Source: an optimization exercise on an open RTL-to-GDS flow (aim: small area, a short achievable clock period and few clock cycles). Production flows keep margins and buffers that such runs may drop.
In this exercise RTL edits were held to simulation tests only and were not proved equivalent to the original.

**flow/constraint.sdc**
```tcl
create_clock -name core_clock -period 12.0 [get_ports {clk}]
set_input_delay 2.4000 -clock core_clock [delete_from_list [all_inputs] [get_ports {clk}]]
set_output_delay 2.4000 -clock core_clock [all_outputs]
set_load 0.01 [all_outputs]
```
**flow/design.v**
```verilog
module gf16_mul (input wire [3:0] a, input wire [3:0] b, output wire [3:0] y);
    wire [6:0] p;
    assign p[0] = a[0]&b[0];
    assign p[1] = (a[1]&b[0]) ^ (a[0]&b[1]);
    assign p[2] = (a[2]&b[0]) ^ (a[1]&b[1]) ^ (a[0]&b[2]);
    assign p[3] = (a[3]&b[0]) ^ (a[2]&b[1]) ^ (a[1]&b[2]) ^ (a[0]&b[3]);
    assign p[4] = (a[3]&b[1]) ^ (a[2]&b[2]) ^ (a[1]&b[3]);
    assign p[5] = (a[3]&b[2]) ^ (a[2]&b[3]);
    assign p[6] = a[3]&b[3];
    assign y[0] = p[0] ^ p[4];
    assign y[1] = p[1] ^ p[4] ^ p[5];
    assign y[2] = p[2] ^ p[5] ^ p[6];
    assign y[3] = p[3] ^ p[6];
endmodule
module gf16_inv (input wire [3:0] a, output reg [3:0] y);
    always @(*) begin
        case (a)
            4'd0: y = 4'd0;
            4'd1: y = 4'd1;
            4'd2: y = 4'd9;
            4'd3: y = 4'd14;
            4'd4: y = 4'd13;
            4'd5: y = 4'd11;
            4'd6: y = 4'd7;
            4'd7: y = 4'd6;
            4'd8: y = 4'd15;
            4'd9: y = 4'd2;
            4'd10: y = 4'd12;
            4'd11: y = 4'd5;
            4'd12: y = 4'd10;
            4'd13: y = 4'd4;
            4'd14: y = 4'd3;
            4'd15: y = 4'd8;
            default: y = 4'd0;
        endcase
    end
endmodule
module gf256_tinv (input wire [7:0] a, output wire [7:0] y);
    wire [3:0] ah = a[7:4], al = a[3:0];
    wire [3:0] p, d, di;
    gf16_mul u_p (.a(ah), .b(al), .y(p));
    assign d = p ^ {(ah[0] ^ ah[2] ^ ah[3]), (ah[1]), (ah[1] ^ ah[2] ^ ah[3]), (ah[2])} ^ {(al[3]), (al[1] ^ al[3]), (al[2]), (al[0] ^ al[2])};
    gf16_inv u_i (.a(d), .y(di));
    gf16_mul u_h (.a(ah), .b(di), .y(y[7:4]));
    gf16_mul u_l (.a(ah ^ al), .b(di), .y(y[3:0]));
endmodule
module map_phi (input wire [7:0] a, output wire [7:0] y);
    assign y[0] = a[0] ^ a[1] ^ a[5] ^ a[6] ^ a[7];
    assign y[1] = a[1] ^ a[6] ^ a[7];
    assign y[2] = a[1] ^ a[2] ^ a[5] ^ a[6] ^ a[7];
    assign y[3] = a[1] ^ a[3] ^ a[6] ^ a[7];
    assign y[4] = a[1] ^ a[2] ^ a[3] ^ a[5] ^ a[7];
    assign y[5] = a[1] ^ a[4] ^ a[5] ^ a[6];
    assign y[6] = a[2] ^ a[3];
    assign y[7] = a[5] ^ a[7];
endmodule
module map_phi_inv (input wire [7:0] a, output wire [7:0] y);
    assign y[0] = a[0] ^ a[1] ^ a[2] ^ a[3] ^ a[6];
    assign y[1] = a[4] ^ a[6] ^ a[7];
    assign y[2] = a[1] ^ a[3] ^ a[6];
    assign y[3] = a[1] ^ a[3];
    assign y[4] = a[1] ^ a[5] ^ a[7];
    assign y[5] = a[2] ^ a[3] ^ a[6];
    assign y[6] = a[1] ^ a[2] ^ a[3] ^ a[4];
    assign y[7] = a[2] ^ a[3] ^ a[6] ^ a[7];
endmodule
module map_alpha (input wire [7:0] a, output wire [7:0] y);
    assign y[0] = ~(a[1]);
    assign y[1] = a[1] ^ a[4] ^ a[5];
    assign y[2] = ~(a[2] ^ a[4] ^ a[5]);
    assign y[3] = a[0] ^ a[1] ^ a[2] ^ a[4];
    assign y[4] = ~(a[3] ^ a[4] ^ a[5]);
    assign y[5] = a[1] ^ a[2] ^ a[3] ^ a[4] ^ a[5] ^ a[7];
    assign y[6] = ~(a[0] ^ a[1] ^ a[2] ^ a[4] ^ a[5] ^ a[7]);
    assign y[7] = a[1] ^ a[2] ^ a[6] ^ a[7];
endmodule
module map_alpha_inv (input wire [7:0] a, output wire [7:0] y);
    assign y[0] = ~(a[0] ^ a[1] ^ a[4] ^ a[5] ^ a[6]);
    assign y[1] = ~(a[0]);
    assign y[2] = a[0] ^ a[1] ^ a[2];
    assign y[3] = a[0] ^ a[1] ^ a[4];
    assign y[4] = a[0] ^ a[2] ^ a[3] ^ a[4] ^ a[5] ^ a[6];
    assign y[5] = ~(a[1] ^ a[2] ^ a[3] ^ a[4] ^ a[5] ^ a[6]);
    assign y[6] = ~(a[4] ^ a[5] ^ a[7]);
    assign y[7] = a[1] ^ a[2] ^ a[4] ^ a[5];
endmodule
module map_alpha_phi_inv (input wire [7:0] a, output wire [7:0] y);
    assign y[0] = ~(a[4] ^ a[6] ^ a[7]);
    assign y[1] = a[1] ^ a[2] ^ a[3] ^ a[4] ^ a[5];
    assign y[2] = ~(a[2] ^ a[5] ^ a[7]);
    assign y[3] = a[0] ^ a[1] ^ a[2] ^ a[4] ^ a[5] ^ a[6];
    assign y[4] = ~(a[2] ^ a[5] ^ a[6] ^ a[7]);
    assign y[5] = a[1] ^ a[4] ^ a[5] ^ a[7];
    assign y[6] = ~(a[0] ^ a[1] ^ a[2] ^ a[4] ^ a[5] ^ a[6] ^ a[7]);
    assign y[7] = a[3] ^ a[6];
endmodule
module map_sbt_out (input wire [7:0] a, output wire [7:0] y);
    assign y[0] = a[1] ^ a[3] ^ a[7];
    assign y[1] = a[0] ^ a[1] ^ a[2] ^ a[7];
    assign y[2] = ~(a[1] ^ a[2] ^ a[3] ^ a[4] ^ a[5] ^ a[6] ^ a[7]);
    assign y[3] = a[2] ^ a[4] ^ a[7];
    assign y[4] = a[0] ^ a[2] ^ a[3] ^ a[4] ^ a[6];
    assign y[5] = ~(a[1] ^ a[4] ^ a[5] ^ a[7]);
    assign y[6] = a[2] ^ a[4];
    assign y[7] = ~(a[3] ^ a[6]);
endmodule
module aes_sbox (input wire [7:0] a, output wire [7:0] y);
    wire [7:0] u;
    gf256_tinv  u1 (.a(a), .y(u));
    map_sbt_out u2 (.a(u), .y(y));
endmodule
module aes_g_col (input wire [31:0] a, output wire [31:0] y);
    assign y[0] = ~(a[0] ^ a[1] ^ a[9] ^ a[15] ^ a[20] ^ a[22] ^ a[24]);
    assign y[1] = a[0] ^ a[1] ^ a[5] ^ a[9] ^ a[10] ^ a[12] ^ a[13] ^ a[14] ^ a[17] ^ a[19] ^ a[20] ^ a[21] ^ a[22] ^ a[23] ^ a[24] ^ a[28] ^ a[31];
    assign y[2] = ~(a[0] ^ a[5] ^ a[7] ^ a[10] ^ a[11] ^ a[13] ^ a[14] ^ a[16] ^ a[20] ^ a[21] ^ a[23] ^ a[27] ^ a[28] ^ a[30] ^ a[31]);
    assign y[3] = a[6] ^ a[7] ^ a[8] ^ a[11] ^ a[12] ^ a[13] ^ a[17] ^ a[18] ^ a[19] ^ a[21] ^ a[22] ^ a[23] ^ a[29] ^ a[30];
    assign y[4] = ~(a[0] ^ a[1] ^ a[2] ^ a[5] ^ a[7] ^ a[8] ^ a[12] ^ a[13] ^ a[16] ^ a[21] ^ a[23] ^ a[24] ^ a[25] ^ a[28] ^ a[30] ^ a[31]);
    assign y[5] = a[0] ^ a[2] ^ a[4] ^ a[6] ^ a[7] ^ a[8] ^ a[10] ^ a[14] ^ a[19] ^ a[22] ^ a[23] ^ a[25] ^ a[27] ^ a[29] ^ a[30] ^ a[31];
    assign y[6] = ~(a[2] ^ a[3] ^ a[6] ^ a[7] ^ a[8] ^ a[9] ^ a[15] ^ a[17] ^ a[18] ^ a[19] ^ a[20] ^ a[22] ^ a[23] ^ a[25] ^ a[26] ^ a[29] ^ a[30]);
    assign y[7] = a[1] ^ a[3] ^ a[4] ^ a[6] ^ a[10] ^ a[11] ^ a[13] ^ a[15] ^ a[16] ^ a[17] ^ a[20] ^ a[24] ^ a[26] ^ a[27] ^ a[29] ^ a[31];
    assign y[8] = ~(a[0] ^ a[8] ^ a[9] ^ a[17] ^ a[23] ^ a[28] ^ a[30]);
    assign y[9] = a[0] ^ a[4] ^ a[7] ^ a[8] ^ a[9] ^ a[13] ^ a[17] ^ a[18] ^ a[20] ^ a[21] ^ a[22] ^ a[25] ^ a[27] ^ a[28] ^ a[29] ^ a[30] ^ a[31];
    assign y[10] = ~(a[3] ^ a[4] ^ a[6] ^ a[7] ^ a[8] ^ a[13] ^ a[15] ^ a[18] ^ a[19] ^ a[21] ^ a[22] ^ a[24] ^ a[28] ^ a[29] ^ a[31]);
    assign y[11] = a[5] ^ a[6] ^ a[14] ^ a[15] ^ a[16] ^ a[19] ^ a[20] ^ a[21] ^ a[25] ^ a[26] ^ a[27] ^ a[29] ^ a[30] ^ a[31];
    assign y[12] = ~(a[0] ^ a[1] ^ a[4] ^ a[6] ^ a[7] ^ a[8] ^ a[9] ^ a[10] ^ a[13] ^ a[15] ^ a[16] ^ a[20] ^ a[21] ^ a[24] ^ a[29] ^ a[31]);
    assign y[13] = a[1] ^ a[3] ^ a[5] ^ a[6] ^ a[7] ^ a[8] ^ a[10] ^ a[12] ^ a[14] ^ a[15] ^ a[16] ^ a[18] ^ a[22] ^ a[27] ^ a[30] ^ a[31];
    assign y[14] = ~(a[1] ^ a[2] ^ a[5] ^ a[6] ^ a[10] ^ a[11] ^ a[14] ^ a[15] ^ a[16] ^ a[17] ^ a[23] ^ a[25] ^ a[26] ^ a[27] ^ a[28] ^ a[30] ^ a[31]);
    assign y[15] = a[0] ^ a[2] ^ a[3] ^ a[5] ^ a[7] ^ a[9] ^ a[11] ^ a[12] ^ a[14] ^ a[18] ^ a[19] ^ a[21] ^ a[23] ^ a[24] ^ a[25] ^ a[28];
    assign y[16] = ~(a[4] ^ a[6] ^ a[8] ^ a[16] ^ a[17] ^ a[25] ^ a[31]);
    assign y[17] = a[1] ^ a[3] ^ a[4] ^ a[5] ^ a[6] ^ a[7] ^ a[8] ^ a[12] ^ a[15] ^ a[16] ^ a[17] ^ a[21] ^ a[25] ^ a[26] ^ a[28] ^ a[29] ^ a[30];
    assign y[18] = ~(a[0] ^ a[4] ^ a[5] ^ a[7] ^ a[11] ^ a[12] ^ a[14] ^ a[15] ^ a[16] ^ a[21] ^ a[23] ^ a[26] ^ a[27] ^ a[29] ^ a[30]);
    assign y[19] = a[1] ^ a[2] ^ a[3] ^ a[5] ^ a[6] ^ a[7] ^ a[13] ^ a[14] ^ a[22] ^ a[23] ^ a[24] ^ a[27] ^ a[28] ^ a[29];
    assign y[20] = ~(a[0] ^ a[5] ^ a[7] ^ a[8] ^ a[9] ^ a[12] ^ a[14] ^ a[15] ^ a[16] ^ a[17] ^ a[18] ^ a[21] ^ a[23] ^ a[24] ^ a[28] ^ a[29]);
    assign y[21] = a[3] ^ a[6] ^ a[7] ^ a[9] ^ a[11] ^ a[13] ^ a[14] ^ a[15] ^ a[16] ^ a[18] ^ a[20] ^ a[22] ^ a[23] ^ a[24] ^ a[26] ^ a[30];
    assign y[22] = ~(a[1] ^ a[2] ^ a[3] ^ a[4] ^ a[6] ^ a[7] ^ a[9] ^ a[10] ^ a[13] ^ a[14] ^ a[18] ^ a[19] ^ a[22] ^ a[23] ^ a[24] ^ a[25] ^ a[31]);
    assign y[23] = a[0] ^ a[1] ^ a[4] ^ a[8] ^ a[10] ^ a[11] ^ a[13] ^ a[15] ^ a[17] ^ a[19] ^ a[20] ^ a[22] ^ a[26] ^ a[27] ^ a[29] ^ a[31];
    assign y[24] = ~(a[1] ^ a[7] ^ a[12] ^ a[14] ^ a[16] ^ a[24] ^ a[25]);
    assign y[25] = a[1] ^ a[2] ^ a[4] ^ a[5] ^ a[6] ^ a[9] ^ a[11] ^ a[12] ^ a[13] ^ a[14] ^ a[15] ^ a[16] ^ a[20] ^ a[23] ^ a[24] ^ a[25] ^ a[29];
    assign y[26] = ~(a[2] ^ a[3] ^ a[5] ^ a[6] ^ a[8] ^ a[12] ^ a[13] ^ a[15] ^ a[19] ^ a[20] ^ a[22] ^ a[23] ^ a[24] ^ a[29] ^ a[31]);
    assign y[27] = a[0] ^ a[3] ^ a[4] ^ a[5] ^ a[9] ^ a[10] ^ a[11] ^ a[13] ^ a[14] ^ a[15] ^ a[21] ^ a[22] ^ a[30] ^ a[31];
    assign y[28] = ~(a[0] ^ a[4] ^ a[5] ^ a[8] ^ a[13] ^ a[15] ^ a[16] ^ a[17] ^ a[20] ^ a[22] ^ a[23] ^ a[24] ^ a[25] ^ a[26] ^ a[29] ^ a[31]);
    assign y[29] = a[0] ^ a[2] ^ a[6] ^ a[11] ^ a[14] ^ a[15] ^ a[17] ^ a[19] ^ a[21] ^ a[22] ^ a[23] ^ a[24] ^ a[26] ^ a[28] ^ a[30] ^ a[31];
    assign y[30] = ~(a[0] ^ a[1] ^ a[7] ^ a[9] ^ a[10] ^ a[11] ^ a[12] ^ a[14] ^ a[15] ^ a[17] ^ a[18] ^ a[21] ^ a[22] ^ a[26] ^ a[27] ^ a[30] ^ a[31]);
    assign y[31] = a[2] ^ a[3] ^ a[5] ^ a[7] ^ a[8] ^ a[9] ^ a[12] ^ a[16] ^ a[18] ^ a[19] ^ a[21] ^ a[23] ^ a[25] ^ a[27] ^ a[28] ^ a[30];
endmodule
module aes_inv_round (
    input  wire [127:0] s,       
    input  wire [127:0] rk,      
    output wire [127:0] keyed,   
    output wire [127:0] mixed    
);
    wire [127:0] z;
    genvar k;
    generate
        for (k = 0; k < 16; k = k + 1) begin : g_byte
            localparam integer R   = k % 4;
            localparam integer C   = k / 4;
            localparam integer SRC = R + 4 * ((C - R + 4) % 4);
            gf256_tinv u_inv (.a(s[127 - 8*SRC -: 8]), .y(z[127 - 8*k -: 8]));
        end
        for (k = 0; k < 4; k = k + 1) begin : g_col
            aes_g_col u_g (.a(keyed[127 - 32*k -: 32]), .y(mixed[127 - 32*k -: 32]));
        end
    endgenerate
    assign keyed = z ^ rk;
endmodule
module aes256_key_step (
    input  wire [127:0] a,
    input  wire [31:0]  b_last,   
    input  wire [3:0]   r,        
    input  wire         fwd,
    output wire [127:0] y
);
    wire [31:0] sub;
    genvar k;
    generate
        for (k = 0; k < 4; k = k + 1) begin : g_sub
            aes_sbox u_sbox (.a(b_last[31 - 8*k -: 8]), .y(sub[31 - 8*k -: 8]));
        end
    endgenerate
    reg [7:0] rcon;              
    always @(*) begin
        case (r[3:1])
            3'd1: rcon = 8'h01;
            3'd2: rcon = 8'h3f;
            3'd3: rcon = 8'h54;
            3'd4: rcon = 8'h58;
            3'd5: rcon = 8'h20;
            3'd6: rcon = 8'hb5;
            3'd7: rcon = 8'h2f;
            default: rcon = 8'h00;
        endcase
    end
    wire [31:0] temp = r[0] ? sub : ({sub[23:0], sub[31:24]} ^ {rcon, 24'h000000});
    wire [31:0] a0 = a[127:96], a1 = a[95:64], a2 = a[63:32], a3 = a[31:0];
    wire [31:0] p1 = fwd ? (a0 ^ a1)           : (a0 ^ a1);
    wire [31:0] p2 = fwd ? (a0 ^ a1 ^ a2)      : (a1 ^ a2);
    wire [31:0] p3 = fwd ? (a0 ^ a1 ^ a2 ^ a3) : (a2 ^ a3);
    wire [31:0] tf = fwd ? temp : 32'd0;
    assign y = {a0 ^ temp, p1 ^ tf, p2 ^ tf, p3 ^ tf};
endmodule
module cph_unwrap (
    input  wire         clk,
    input  wire         rst,             
    input  wire         blob_we,
    input  wire [4:0]   blob_idx,
    input  wire [31:0]  blob_wdata,
    input  wire         start,
    input  wire [6:0]   blob_len,        
    input  wire [255:0] kek,             
    input  wire [7:0]   kinds_allowed,   
    output wire         busy,
    output wire         done,            
    output reg  [3:0]   result,          
    output wire [479:0] rec              
);
    localparam [3:0] RES_OK = 4'd0, RES_INTEGRITY = 4'd4, RES_LENGTH = 4'd5, RES_KIND = 4'd6;
    reg s_idle, s_exp, s_load, s_round, s_check, s_done;
    reg exp_first;               
    reg [63:0]  q [0:7];         
    reg [127:0] st;              
    reg [255:0] ks;              
    reg [255:0] kw;              
    reg [3:0]   kr;              
    reg [5:0]   tx;              
    reg [6:0]   len;
    reg [7:0]   kinds;
    reg [7:0]   act;             
    reg [2:0]   rsel1, rsel2;    
    reg         len_bad;
    reg         wr_v;            
    reg [4:0]   wr_idx;
    reg [31:0]  wr_data;
    reg         rst_q;
    reg f_int, f_kind, f_lenm, f_rsv, f_allow;
    assign busy = ~s_idle;
    assign done = s_done;
    wire [3:0] nblk   = len[6:3] - 4'd1;    
    wire       len_ok = (len[2:0] == 3'd0) && (len >= 7'd32) && (len <= 7'd72);
    wire       more   = (tx != 6'd0);
    wire       last   = (kr == 4'd1);        
    wire [127:0] kstep;
    aes256_key_step u_kstep (
        .a      (kw[255:128]),
        .b_last (kw[31:0]),
        .r      (kr),
        .fwd    (s_exp),
        .y      (kstep)
    );
    wire [127:0] keyed, mixed;
    aes_inv_round u_round (
        .s     (st),
        .rk    (kw[127:0]),
        .keyed (keyed),
        .mixed (mixed)
    );
    wire [63:0]  q_rd = q[s_round ? rsel2 : rsel1];
    wire [7:0]   t_phi;
    wire [63:0]  k14_phi, a_y, a_in, r_in, r_out;
    map_phi u_tphi (.a({2'b00, tx}), .y(t_phi));
    wire [63:0]  q_phi;
    assign k14_phi = ks[127:64];
    genvar k;
    generate
        for (k = 0; k < 8; k = k + 1) begin : g_in
            map_alpha_phi_inv u_ain  (.a(a_y[63 - 8*k -: 8]), .y(a_in[63 - 8*k -: 8]));
            map_phi           u_qphi (.a(q_rd[63 - 8*k -: 8]), .y(q_phi[63 - 8*k -: 8]));
            map_alpha_phi_inv u_rin  (.a(q_phi[63 - 8*k -: 8] ^ ks[63 - 8*k -: 8]), .y(r_in[63 - 8*k -: 8]));
            map_phi_inv       u_rout (.a(keyed[63 - 8*k -: 8]), .y(r_out[63 - 8*k -: 8]));
        end
    endgenerate
    wire [63:0]  a_mask = more ? (k14_phi ^ {56'd0, t_phi}) : 64'd0;
    assign       a_y    = (s_round ? keyed[127:64] : st[127:64]) ^ a_mask;
    wire         use_mixed = s_round & ~last;
    wire [127:0] st_next = use_mixed ? mixed : {a_in, r_in};
    wire [31:0] mli;
    generate
        for (k = 0; k < 4; k = k + 1) begin : g_mli
            map_alpha_inv u_mli (.a(st[95 - 8*k -: 8]), .y(mli[31 - 8*k -: 8]));
        end
    endgenerate
    wire [6:0]  nbytes = {nblk, 3'b000};
    reg pad_ok;                  
    integer b;
    always @(*) begin
        pad_ok = 1'b1;
        for (b = 1; b < 8; b = b + 1)
            if (mli[2:0] != 3'd0 && b >= mli[2:0] && q_rd[63 - 8*b -: 8] != 8'h00)
                pad_ok = 1'b0;
    end
    wire integrity_ok = (st[127:96] == 32'hC4D3D3C4)    
                      && (mli[31:7] == 25'd0) &&
                        (mli[6:0] > nbytes - 7'd8) && (mli[6:0] <= nbytes) && pad_ok;
    wire [7:0]  rec_kind  = q[0][63:56];
    wire [7:0]  rec_flags = q[0][55:48];
    wire [15:0] rec_rsvd  = q[0][47:32];
    reg [6:0] rec_len;           
    always @(*) begin
        case (rec_kind)
            8'h01:   rec_len = 7'd20;
            8'h02:   rec_len = 7'd36;
            8'h03:   rec_len = 7'd44;
            8'h04:   rec_len = 7'd60;
            8'h05:   rec_len = 7'd20;
            8'h06:   rec_len = 7'd36;
            default: rec_len = 7'd0;
        endcase
    end
    always @(*) begin
        if (len_bad)
            result = RES_LENGTH;
        else if (!f_int)
            result = RES_INTEGRITY;
        else if (!f_kind)
            result = RES_KIND;
        else if (!f_lenm)
            result = RES_LENGTH;
        else if (!f_rsv)
            result = RES_KIND;
        else if (!f_allow)
            result = RES_KIND;
        else
            result = RES_OK;
    end
    assign rec = {q[0], q[1], q[2], q[3], q[4], q[5], q[6], q[7][63:32]};
    always @(posedge clk) begin
        rst_q   <= rst;
        wr_v    <= blob_we && (blob_idx < 5'd18);
        wr_idx  <= blob_idx;
        wr_data <= {blob_wdata[7:0], blob_wdata[15:8], blob_wdata[23:16], blob_wdata[31:24]};
        if (rst) begin
            s_idle  <= 1'b1;
            s_exp   <= 1'b0;
            s_load  <= 1'b0;
            s_round <= 1'b0;
            s_check <= 1'b0;
            s_done  <= 1'b0;
        end else begin
            s_idle  <= (s_idle & ~start) | s_done;
            s_exp   <= (s_idle & start) | (s_exp & (kr != 4'd14) & ~(exp_first & ~len_ok));
            s_load  <= s_exp & (kr == 4'd14);
            s_round <= s_load | (s_round & ~(last & ~more));
            s_check <= s_round & last & ~more;
            s_done  <= s_check | (exp_first & ~len_ok);
        end
        exp_first <= s_idle & start & ~rst;
        if (s_idle) begin
            len   <= blob_len;
            kinds <= kinds_allowed;
        end
        if (s_idle)
            kr <= 4'd2;
        else if (s_exp)
            kr <= (kr == 4'd14) ? 4'd14 : kr + 4'd1;
        else if (s_load || (s_round && last))
            kr <= 4'd14;
        else
            kr <= kr - 4'd1;
        if (exp_first) begin
            len_bad <= ~len_ok;
            tx      <= {nblk[2:0], 2'b00} + {1'b0, nblk[2:0], 1'b0} + {nblk[3], 5'd0} + {1'b0, nblk[3], 4'd0};
            rsel1   <= nblk[2:0] - 3'd1;
            rsel2   <= nblk[2:0] - 3'd2;
            act     <= {nblk > 4'd7, nblk > 4'd6, nblk > 4'd5, nblk > 4'd4,
                        nblk > 4'd3, nblk > 4'd2, nblk > 4'd1, nblk > 4'd0};
        end else if (s_load || (s_round && last)) begin
            tx <= tx - 6'd1;
        end
        if (s_check) begin
            f_int   <= integrity_ok;
            f_kind  <= (rec_len != 7'd0);
            f_lenm  <= (mli == {25'd0, rec_len});
            f_rsv   <= (rec_flags[7:3] == 5'd0) && (rec_rsvd == 16'd0);
            f_allow <= kinds[rec_kind[2:0]];
        end
    end
    wire [255:0] kek_phi;
    generate
        for (k = 0; k < 32; k = k + 1) begin : g_kek
            map_phi u_kphi (.a(kek[255 - 8*k -: 8]), .y(kek_phi[255 - 8*k -: 8]));
        end
    endgenerate
    always @(posedge clk) begin
        if (s_idle)
            kw <= kek_phi;
        else if (s_load || (s_round && last))
            kw <= {ks[127:0], ks[255:128]};
        else
            kw <= {kw[127:0], kstep};
        if (s_exp)
            ks <= {kw[127:0], kstep};
    end
    wire        wr_ok = s_idle & ~rst_q;
    wire [31:0] wbus  = wr_ok ? wr_data : 32'd0;
    wire        clr   = rst_q | s_done;
    wire [31:0] wbus_phi;
    generate
        for (k = 0; k < 4; k = k + 1) begin : g_wphi
            map_phi u_wphi (.a(wbus[31 - 8*k -: 8]), .y(wbus_phi[31 - 8*k -: 8]));
        end
    endgenerate
    wire        shift = s_round & last;
    always @(posedge clk) begin
        st[63:0] <= st_next[63:0];
        if (s_load || s_round)
            st[127:64] <= st_next[127:64];
        else begin
            if (clr || (wr_ok && wr_v && wr_idx == 5'd0)) st[127:96] <= wbus_phi;
            if (clr || (wr_ok && wr_v && wr_idx == 5'd1)) st[95:64]  <= wbus_phi;
        end
    end
    generate
        for (k = 0; k < 8; k = k + 1) begin : g_q
            wire [63:0] prev = (k == 0) ? r_out : q[(k + 7) % 8];
            wire        sh   = shift & act[k];
            wire        ck   = clr | (exp_first & ~(nblk > k));
            always @(posedge clk) begin
                if (sh) begin
                    q[k] <= prev;
                end else begin
                    if (ck || (wr_ok && wr_v && wr_idx == 2 + 2*k)) q[k][63:32] <= wbus;
                    if (ck || (wr_ok && wr_v && wr_idx == 3 + 2*k)) q[k][31:0]  <= wbus;
                end
            end
        end
    endgenerate
endmodule
```
**flow/config.mk**
```make
export PLATFORM = sky130hd
export DESIGN_NAME = cph_unwrap
export DESIGN_NICKNAME = cph_unwrap
export VERILOG_FILES = /design/flow/design.v
export SDC_FILE = /design/flow/constraint.sdc
export NUM_CORES = 8
export LEC_CHECK = 0
export CAP_MARGIN = 20
export CORE_MARGIN = 2
export CORE_UTILIZATION = 25
export SLEW_MARGIN = 20
```
**flow/flow/run.sh**
```bash
#!/bin/bash
# Layout flow: the standard ORFS flow (standard synthesis included), run with a
# larger setup margin for ORFS's repair_timing steps and plain buf_1 cells as the
# port buffers. Each ORFS step writes its own log under orfs/logs/; make's output
# goes to flow_make.log.
set -euo pipefail
bash standard.sh SETUP_SLACK_MARGIN=7 "BUFFER_PORTS_ARGS=-buffer_cell sky130_fd_sc_hd__buf_1" finish > flow_make.log 2>&1
```
**flow/standard.sh**
```bash
#!/bin/bash
# synth_recipe.tcl (not shown) runs the flow's synth.tcl, then flattens the netlist and writes it again
# the make line also repeats each setting of config.mk as NAME=value (left out here)
make -C /OpenROAD-flow-scripts/flow DESIGN_CONFIG=/design/flow/config.mk WORK_HOME=/design/flow/orfs CLKGATE_MAP_FILE= SYNTH_SCRIPT=/design/flow/synth_recipe.tcl "${@:-finish}"
```
==> impl_metrics.toml <==
[place]
dp_hpwl_um = 395000
gp_congestion = 1.02
place_inst = 15900
portBuffers = 796

[route]
post_drt_wl_per_cell_um = 30.5
drt_iter0_markers = 11700
ant_nets = 0
vias = 88200
finalWirelength_um = 523000
via_per_inst = 5.14
first_pass_iters = 6
drc = 0

[synthesis]
synth_edf_count = 873
synth_top_family_by_area = "XOR/XNOR gates"
yosys_warnings = 4
synth_fa_ha_area_frac = 0.0305
avgSynthCellArea_um2 = 9.50
ys_seq_area_frac = 0.344
synthTopCellsByArea = "edfxtp_1 27%, xnor2_1 18%, xor2_1 8.8%"
postSynth.asyncResetShare = 0
synth_compound_area_frac = 0.101
synth_nets = 10800
synth-main-ff-cell = "edfxtp_1"
synthMuxAreaShare = 0.0538
synth_seq_cells = 1243
synth_top_area_cell = "edfxtp_1"
netlist_instances = 10300
yosysUniqueCellTypes = 108
synth_top_cell_area_share = 0.268
synth-simple-area-share = 0.112
synth_xor_area_frac = 0.324
syn-cell-area_um2 = 97800

[cts]
cts_tree = "done"
clock_latency_ns = 0.88
root_buffer = "clkbuf_16"
clkSlewWorstSetupHoldPaths_ns = 0.06
cts_hold_buf = 0
cts_max_path_buffers = 4
cts-buffers-inserted = 156
cts_max_level = 4
tritoncts_num_sinks = 1243

[layout]
final_layout_size_suffix_gt1_frac = 0.249
nNetsFinal = 12400
synthToLayoutAreaGrowth_pct = 34.5
instances_no_fill = 17100
final_common_cell = "nand2_1"
final_cell_mix = "1827 x nand2_1, 1506 x xnor2_1, 954 x buf_4"

[sta]
finalCritPeriodShare = 0.450
max-slew-margin-rel = 0.0413
worst_slew_pin_slew_ns = 1.44
slew_viol_final = 0
hold_violations = 0
grt_setup_unrepaired = "true"
setup_tns_ns = 0
fin_worst_skew_ns = 0.0678
setup_viol = 0
max_freq_mhz = 185
fin_crit_ns = 5.40

[setup_path]
required_ns = 12.57
cp-start-kind = "register"
rrSetupSlack_ns = 6.60
cp-end-kind = "register"
cpMaxStageDelayCell = "xnor3_4"
r2r_cells = 21
critical_path_peak_fanout = 8
slowest_delay_ns = 0.60
timing.critical_path.from = "st[114]"
crit_type = "reg2reg"
r2r_end = "st[81]"
crit_arrival_ns = 5.97
crit_chain = "buf_4 > xnor2_2 > xnor3_2 > xnor2_4 > xnor2_4 > ha_4 > mux2i_4 > mux2i_4 > buf_4 > or2b_1 > xnor3_2 > xnor3_4 > a21oi_4 > xor2_2 > xnor2_2 > xnor3_2 > buf_6 > buf_6 > buf_6 > xor2_1 > o211ai_1"
r2r_start = "st[114]"

[job]
drv_cap = 0

[die]
die_y_um = 629
initial_core_util = 0.251
die_width_um = 629
fp-row-count = 229
dieArea_um2 = 396000
core_um2 = 389000
ios = 798

[grt]
track_usage = 0.248
grt_pass1_vias = 79400
antenna_found_initial = 63
grt_remaining_overflow = 0
grt_first_pass_wirelength_um = 683000
grt_max_degree = 157

[hold_path]
min_from = "kw[123]"
min_to = "ks[251]"
min-delay-path-class = "reg2reg"
hold_depth = 0

[status]
status = "timing/DRC/antenna clean"
[state kept, by name (all words and copies together), names as in the netlist, 3 cells and up]
name	flops
act	8
ks	256
wr_idx	5
len	7
rsel2	3
rsel1	3
kinds	8
wr_data	32
kw	256
st	128
kr	4
tx	6
q	512
[worst max-delay path by stage]
stage,to,slack [ns],cells past startpoint
final,st[81],6.60,21
after global routing,st[86],6.42,23
after CTS,st[86],6.67,20
after detailed placement,st[23],4.28,17
after global placement,f_int,3.90,17
after floorplan,st[86],7.00,19
[per-stage QoR]
| stage | utilization | hold slack [ns] | cell area [um^2] | setup WS, ns |
|---|---|---|---|---|
| 2_1_floorplan | - | 0.429 | 97900 | 7.00 |
| 3_3_place_gp | 0.273 | 0.470 | 106000 | 3.90 |
| 3_5_place_dp | 0.274 | 0.483 | 107000 | 4.28 |
| 4_1_cts | 0.312 | 0.486 | 122000 | 6.67 |
| 5_1_grt | 0.338 | 0.491 | 132000 | 6.42 |
| 6_report | 0.338 | 0.482 | 132000 | 6.60 |
[worst max-delay path, delay by kind of cell (launching register included)]
kind | cells | cell delay, ns
buf+inv | 5 | 0.75
xor+xnor | 10 | 2.81
flops | 1 | 0.47
compound gates | 2 | 0.30
simple gates | 1 | 0.24
fa+ha+maj | 1 | 0.25
mux | 2 | 0.29
[synth_stat cells, types with 55 or more instances]
cell type and n:
clkbuf_1 374, dfxtp_1 370, nand2_1 1879, a21oi_1 310
xnor2_1 2022, and3_1 63, nor2_1 305, ha_1 237
buf_2 96, a22oi_1 82, xor2_1 980, buf_1 67
edfxtp_1 873, mux2_2 55, inv_1 187, xnor3_1 143
xnor2_2 63, mux2i_1 332, nand3_1 99, o21ai_0 845
nor3_1 55
[routing by layer]
layer | routed length [um] | global-route usage
met4 | 39400 | 0.147
met5 | 261 | 0
met3 | 71200 | 0.0855
met2 | 215000 | 0.358
met1 | 197000 | 0.319
[cell type report]
class / instances / area, um^2
Clock inverter: 69 / 667
Tap cell: 5197 / 6500
Fill cell: 39300 / 258000
Clock buffer: 208 / 4390
Sequential cell: 1243 / 33900
Inverter: 189 / 726
Antenna cell: 22 / 55.1
Multi-Input combinational cell: 8271 / 72200
Timing Repair Buffer: 1949 / 13100
[kinds of logic after synthesis]
| family | after synthesis |
|---|---|
| DFF | 1243 |
| and+or+nand+nor | 2647 |
| xor gates and xnor gates | 3260 |
| other | 1 |
| AOI/OAI and AO/OA | 1668 |
| buffers and inverters | 786 |
| adders and majority gates | 238 |
| muxes | 448 |
[repair_timing]
action / CTS / global route
gates cloned: 4 / 10
pin swaps: 255 / 491
gates resized for setup: 972 / 946
endpoints found under the setup margin: 463 / 350
setup buffers: 487 / 489
Testbench counts, summed over its fixed seeds: cycles 84,144.

## what the ideal ports hide
The flow's constraints put no driver on any port. The routed layout listed below was extracted and timed again, unchanged, in two steps.
Step 1 sets driving cells, clkbuf_16 on the clock port and buf_2 on the other inputs (assumed; they add their load-dependent delay and slew).
Step 2 moves the port delays by t, midway between the first and last clock arrival at a register: inputs arrive t later, outputs are due t later. That takes back most of the time a late clock gives input paths.
Slacks: no drivers / after step 1 / after step 2; pairs: no drivers / after step 1.
t (ns): 0.969
setup slack, ns: 6.595 / 6.595 / 6.595
hold slack, ns: 0.482 / 0.482 / 0.482
worst data-port slew with drivers (ns): 0.24
After both steps this run still meets setup and hold. The setup slack of this run moves by 0.000 ns with the drivers and by 0.000 ns with both steps.
